Background: an optimization exercise with open tools, aiming at small area, a short achievable clock period and few clock cycles. Do not read the settings as production practice. For this run, only the layout was checked, not whether the RTL still works.

$ cat design.v
module lane_expander (
    input  wire       clk,
    input  wire       rst,
    input  wire       tbl_we,
    input  wire [6:0] tbl_addr,
    input  wire [7:0] tbl_data,
    input  wire       tbl_commit,
    input  wire       tbl_wide,
    output wire       tbl_ready,
    output reg        tbl_bad,
    input  wire       dec_start,
    output wire       dec_ready,
    input  wire       in_valid,
    input  wire [7:0] in_byte,
    output wire       in_ready,
    output reg        out_valid,
    output reg  [7:0] out_byte
);
    localparam [2:0] S_EMPTY = 3'd0, S_COUNT = 3'd1, S_CALC = 3'd2,
                     S_ORDER = 3'd3, S_IDLE  = 3'd4, S_DEC  = 3'd5;
    reg [2:0] state;
    reg       wide;                  
    reg [7:0] lens [0:127];
    integer a;
    always @(posedge clk) begin
        if (tbl_we)
            lens[tbl_addr] <= tbl_data;
    end
    reg upper_nz;
    always @* begin
        upper_nz = 1'b0;
        for (a = 8; a < 128; a = a + 1)
            upper_nz = upper_nz | (|lens[a]);
    end
    reg [7:0]  sidx;                 
    reg [8:0]  count [1:12];         
    reg [8:0]  seen  [1:12];         
    reg [19:0] kraft;
    reg [12:0] first [1:12];         
    reg [12:0] limit [1:12];         
    reg [8:0]  base  [1:12];         
    reg [7:0]  ordered [0:255];      
    wire [7:0] lbyte = lens[sidx[7:1]];
    wire [3:0] slen  = sidx[0] ? lbyte[7:4] : lbyte[3:0];
    wire       slen_ok = (slen != 4'd0) && (slen <= 4'd12);
    wire [3:0] slen_c  = slen_ok ? slen : 4'd1;    
    wire       last_sym = wide ? (sidx == 8'd255) : (sidx == 8'd15);
    reg [12:0] c_first [1:12];
    reg [8:0]  c_base  [1:12];
    integer L;
    always @* begin
        c_first[1] = 13'd0;
        c_base[1]  = 9'd0;
        for (L = 2; L <= 12; L = L + 1) begin
            c_first[L] = (c_first[L-1] + {4'd0, count[L-1]}) << 1;
            c_base[L]  = c_base[L-1] + count[L-1];
        end
    end
    wire [8:0] ord_idx = base[slen_c] + seen[slen_c];
    reg [31:0] bitbuf;               
    reg [5:0]  nbits;
    reg [7:0]  nsym;                 
    reg        half;                 
    reg [3:0]  lo_nib;
    reg [11:0] pfx [1:12];
    reg [3:0]  clen;
    reg [12:0] cofs;
    integer i, j;
    always @* begin
        for (i = 1; i <= 12; i = i + 1) begin
            pfx[i] = 12'd0;
            for (j = 0; j < i; j = j + 1)
                pfx[i][i-1-j] = bitbuf[j];
        end
        clen = 4'd12;
        cofs = 13'd0;
        for (i = 12; i >= 1; i = i - 1)
            if ({1'b0, pfx[i]} < limit[i]) begin
                clen = i[3:0];
                cofs = {1'b0, pfx[i]} - first[i];
            end
    end
    wire [8:0] sym_idx = base[clen] + cofs[8:0];
    wire [7:0] sym     = tbl_bad ? 8'd0 : ordered[sym_idx[7:0]];
    wire       dec_go  = (state == S_DEC) && (nsym != 8'd0) && (nbits >= 6'd12);
    wire       take    = in_valid && in_ready;
    assign in_ready  = (state == S_DEC) && (nbits <= 6'd24);
    assign tbl_ready = (state == S_IDLE) || (state == S_DEC);
    assign dec_ready = (state == S_IDLE);
    wire [5:0]  nb_after = dec_go ? (nbits - {2'd0, clen}) : nbits;
    wire [31:0] bb_after = dec_go ? (bitbuf >> clen) : bitbuf;
    always @(posedge clk) begin
        if (rst) begin
            state     <= S_EMPTY;
            tbl_bad   <= 1'b0;
            out_valid <= 1'b0;
        end else begin
            out_valid <= 1'b0;
            case (state)
                S_EMPTY, S_IDLE: begin
                    if (tbl_commit) begin
                        state   <= S_COUNT;
                        wide    <= tbl_wide;
                        sidx    <= 8'd0;
                        kraft   <= 20'd0;
                        tbl_bad <= 1'b0;
                        for (a = 1; a <= 12; a = a + 1) begin
                            count[a] <= 9'd0;
                            seen[a]  <= 9'd0;
                        end
                    end else if (state == S_IDLE && dec_start) begin
                        state  <= S_DEC;
                        bitbuf <= 32'd0;
                        nbits  <= 6'd0;
                        nsym   <= wide ? 8'd64 : 8'd128;
                        half   <= 1'b0;
                    end
                end
                S_COUNT: begin
                    if (!slen_ok)
                        tbl_bad <= 1'b1;
                    else begin
                        count[slen_c] <= count[slen_c] + 9'd1;
                        kraft <= kraft + (20'd4096 >> slen);
                    end
                    sidx <= sidx + 8'd1;
                    if (last_sym)
                        state <= S_CALC;
                end
                S_CALC: begin
                    for (a = 1; a <= 12; a = a + 1) begin
                        first[a] <= c_first[a];
                        limit[a] <= c_first[a] + {4'd0, count[a]};
                        base[a]  <= c_base[a];
                    end
                    sidx <= 8'd0;
                    if (tbl_bad || kraft != 20'd4096 || (!wide && upper_nz)) begin
                        tbl_bad <= 1'b1;
                        state   <= S_IDLE;
                    end else
                        state   <= S_ORDER;
                end
                S_ORDER: begin
                    ordered[ord_idx[7:0]] <= sidx;
                    seen[slen_c] <= seen[slen_c] + 9'd1;
                    sidx <= sidx + 8'd1;
                    if (last_sym)
                        state <= S_IDLE;
                end
                S_DEC: begin
                    if (take) begin
                        bitbuf <= bb_after | ({24'd0, in_byte} << nb_after);
                        nbits  <= nb_after + 6'd8;
                    end else begin
                        bitbuf <= bb_after;
                        nbits  <= nb_after;
                    end
                    if (dec_go) begin
                        nsym <= nsym - 8'd1;
                        if (wide) begin
                            out_valid <= 1'b1;
                            out_byte  <= sym;
                        end else if (!half) begin
                            lo_nib <= sym[3:0];
                            half   <= 1'b1;
                        end else begin
                            out_valid <= 1'b1;
                            out_byte  <= {sym[3:0], lo_nib};
                            half      <= 1'b0;
                        end
                        if (nsym == 8'd1)
                            state <= S_IDLE;
                    end
                end
                default: state <= S_EMPTY;
            endcase
        end
    end
endmodule
$ cat run.sh
#!/bin/bash
# synth_recipe.tcl (not shown) runs the flow's synth.tcl, then flattens the netlist and writes it again
# the make line also repeats each setting of config.mk as NAME=value (left out here)
make -C /OpenROAD-flow-scripts/flow DESIGN_CONFIG=/design/flow/config.mk WORK_HOME=/design/flow/orfs CLKGATE_MAP_FILE= SYNTH_SCRIPT=/design/flow/synth_recipe.tcl finish
$ cat config.mk
export PLATFORM = sky130hd
export DESIGN_NAME = lane_expander
export DESIGN_NICKNAME = lane_expander
export VERILOG_FILES = /design/flow/design.v
export SDC_FILE = /design/flow/constraint.sdc
export NUM_CORES = 4
export LEC_CHECK = 0
export CAP_MARGIN = 20
export CORE_MARGIN = 2
export CORE_UTILIZATION = 30
export SLEW_MARGIN = 20
$ cat constraint.sdc
create_clock -name core_clock -period 12.0 [get_ports {clk}]
set_input_delay 2.4000 -clock core_clock [delete_from_list [all_inputs] [get_ports {clk}]]
set_output_delay 2.4000 -clock core_clock [all_outputs]
set_load 0.01 [all_outputs]
==> impl_metrics.ini <==
[global_routing]
grt_util_all_layers = 0.1670
grt_start_max_net_pins = 210
first_global_vias = 86970
antenna_found_initial = 20
overflow = 0
grt_pass1_wl_um = 646800

[placed_design]
portBuffers = 42
place_congestion = 0.9717
dp_hpwl_um = 304600
placed_cells = 15790

[routing]
dr.first_iter.drc_count = 11700
drtPass1Iterations = 7
dr_wl_met3_um = 40630
drc_errors = 0
top_layer = met5
antenna_left = 0
vias_per_cell = 5.360
met1_length_um = 185100
avgRoutedWirePerCell_um = 27.65
finalWirelength_um = 455400
num_vias = 88280
dr_wl_met2_um = 210800

[sta]
slew_headroom = 0.1951
fmax_ghz = 0.09421
hold_slack_ps = 509.3
worst_pin_slew_ps = 1203
skew_ps = 102.3
setup_viol_count_final = 0
rsz0062_at_grt = no
hold_viol_final = 0
period_share = 0.8845
drv_slew = 0
tns_ps = 0
period_needed_ps = 10610

[finish]
syn2layout_area_growth_pct = 13.85
nNetsFinal = 9552
layoutNonFillerInstCount = 16470
drive_gt1_frac = 0.1851

[logic_synthesis]
seq_area_frac_synth = 0.6938
mappedNetlistArea_sq_mm = 0.1566
synth_flop_cell = edfxtp_1
synth_edf_count = 3610
ys_async_sr_fraction = 0
synth_area_leaders = edfxtp_1, mux4_2, ha_1, nor2_1, mux2i_1
synth_top_area_cell = edfxtp_1
synth.top_cell.area_share = 0.6923
avgSynthCellArea_sq_um = 17.48
synthCells = 8958
ys_ff_latch = 3622
yosys_warnings = 16
synth_cell_types = 95

[cts]
clock_latency_ps = 1030
hold_buffers = 0
root_buffer = clkbuf_16
path_clk_slew_ps = 70
cts_max_path_buffers = 4
clock_sinks = 3622
htreeDepth = 5
post-cts-setup-buffers = 0
cts_resized = 0
cts_tree = done
cts_inserted_buffers = 364

[setup_path]
slowest_delay_ps = 950
worstSetupEndpointType = flop
ff2ff_path_depth = 24
cp.arrival_ps = 11210
crit_slowest_cell = dfxtp_4
path_cells = buf_4 -> buf_4 -> mux4_2 -> a22o_1 -> a221oi_1 -> o21ai_0 -> o311ai_2 -> nor3_2 -> buf_4 -> nand2_1 -> clkinv_1 -> a222oi_1 -> nand4_1 -> ha_1 -> fa_1 -> a21oi_1 -> nor2_1 -> nor2_1 -> o21bai_1 -> a21oi_1 -> xor2_1 -> nor2_1 -> nand2_1 -> nor2_1
cp_max_fo = 50
start_kind = flop
crit_path_frequent_cell = nor2_1
r2r-end = ordered[228][5]$_DFFE_PP_
required_ps = 12600
path_class = flop to flop
worst-r2r-setup-slack_ps = 1390

[status]
outcome = no timing/DRC/antenna violations

[hold_path]
hold_end = out_byte[3]$_DFFE_PP_
hold_class = flop to flop
min_path_cells = 1
min-delay-start = lo_nib[3]$_DFFE_PP_

[floorplanning]
floorplan.core_area_sq_mm = 0.5202
fp.dieW_um = 726.5
io-pin-count = 43
die-height_um = 726.5
start_util = 0.3010
rows = 265
dieArea_sq_mm = 0.5277

[flow_run]
maxCapViolations = 0
[worst max path at each step]
stage | from | slack, ps | end
finish | flop | 1390 | ordered[228][5]$_DFFE_PP_
global route | flop | 1190 | ordered[231][1]$_DFFE_PP_
CTS | flop | 1700 | ordered[231][1]$_DFFE_PP_
detailed placement | flop | 1670 | ordered[231][7]$_DFFE_PP_
global placement | flop | 1560 | ordered[142][6]$_DFFE_PP_
floorplan | sidx[0]$_SDFFCE_PN0P_ | 2920 | ordered[112][0]$_DFFE_PP_
[worst max-delay path: cells and delay by family, from the launching register on]
kind | cells | cell delay (ps)
fa+ha+maj | 2 | 760
xor+xnor | 1 | 300
simple gates | 8 | 2860
buf+inv | 4 | 1890
compound gates | 8 | 3050
flops | 1 | 950
mux | 1 | 340
[area by class of cell]
type                       instances  area, sq um
sequential                      3622       108700
inverter                         312         1171
clock buffer                     435         9509
multi-input combinational       4645        45160
antenna                           13        32.53
timing repair buffer             268         2517
clock inverter                   231         2536
tap                             6942         8686
fill                           48830       342000
[registers in the layout (all words and copies together) (netlist names), named ones only]
register,flops
lens,1024
out_valid,1
count,115
seen,105
nsym,8
lo_nib,4
base,80
out_byte,8
limit,150
sidx,8
bitbuf,32
nbits,6
tbl_bad,1
half,1
kraft,20
state,3
ordered,2048
wide,1
[logic make-up (layout without fill, tap and decap cells)]
family | count (synthesis) | count (layout) | synth area share
XOR/XNOR | 275 | 275 | 0.01564
other | 1 | 30 | 0.00002395
adder cells (fa/ha/maj) | 309 | 309 | 0.02637
multiplexers | 1129 | 1129 | 0.1427
flip-flops | 3622 | 3622 | 0.6938
AND/OR/NAND/NOR | 1857 | 1857 | 0.05585
buffers and inverters | 707 | 1246 | 0.01984
AO/OA/AOI/OAI | 1058 | 1058 | 0.04575
[stage by stage]
step	cell area (sq um)	utilization	setup slack [ps]
after global routing	178200	0.3426	1190
after global placement	166000	0.3192	1561
after CTS	178200	0.3425	1700
after detailed placement	166100	0.3194	1671
after floorplan	156700	-	2918
final	178300	0.3427	1386
[per-layer routing]
layer | vias to the layer above | GRT usage
met5 | - | 0
met4 | 14 | 0.06208
met3 | 904 | 0.03186
met2 | 4699 | 0.2647
met1 | 45850 | 0.2286
li1 | 36810 | -
[Yosys cell counts (62+ instances only)]
| master | n |
|---|---|
| edfxtp_1 | 3610 |
| o21ai_0 | 121 |
| a21oi_1 | 291 |
| a22oi_1 | 134 |
| nor2_1 | 815 |
| xor2_1 | 75 |
| mux2i_1 | 216 |
| o21bai_1 | 72 |
| xnor2_1 | 197 |
| mux4_2 | 879 |
| nand4_1 | 95 |
| nand3_1 | 100 |
| nor3_1 | 67 |
| inv_1 | 304 |
| a21o_1 | 66 |
| nor4_1 | 276 |
| nor2b_1 | 62 |
| buf_1 | 70 |
| ha_1 | 274 |
| clkbuf_1 | 210 |
| nand2_1 | 310 |
[cells in the final DEF (no fill, tap or decap), types with 119 or more instances in the layout]
| cell | count |
|---|---|
| clkbuf_16 | 367 |
| nor2_1 | 802 |
| a21oi_1 | 288 |
| buf_4 | 199 |
| mux2i_1 | 216 |
| ha_1 | 273 |
| o21ai_0 | 119 |
| edfxtp_1 | 3610 |
| xnor2_1 | 189 |
| nor4_1 | 271 |
| inv_1 | 304 |
| mux4_2 | 879 |
| nand2_1 | 308 |
| a22oi_1 | 134 |

==> port drivers added, routing unchanged <==
Ports are ideal in the flow. The routed layout listed here was re-timed in OpenROAD.
Step 1: set_driving_cell puts a clkbuf_16 on clk and a buf_2 on each other input, an assumption about the parent block.
Step 2 times the ports against the registers' clock, not the clock port: input delays grow and output delays shrink by t, the midpoint of the rising clock arrivals with the driver on.
a / b / c = no drivers / after step 1 / after step 2; a / b = the first two.
shift t [ns]: 1.079
slack for setup (ns): 1.386 / 1.386 / 1.386
latest minus earliest clock arrival (ns): 0.126 / 0.127
worst register clock-pin slew, ns: 0.07 / 0.07
worst data-port slew with drivers (ns): 0.09
After both steps this run still meets setup and hold. For this run, drivers alone change the setup slack by 0.000 ns; drivers and shift together by 0.000 ns.
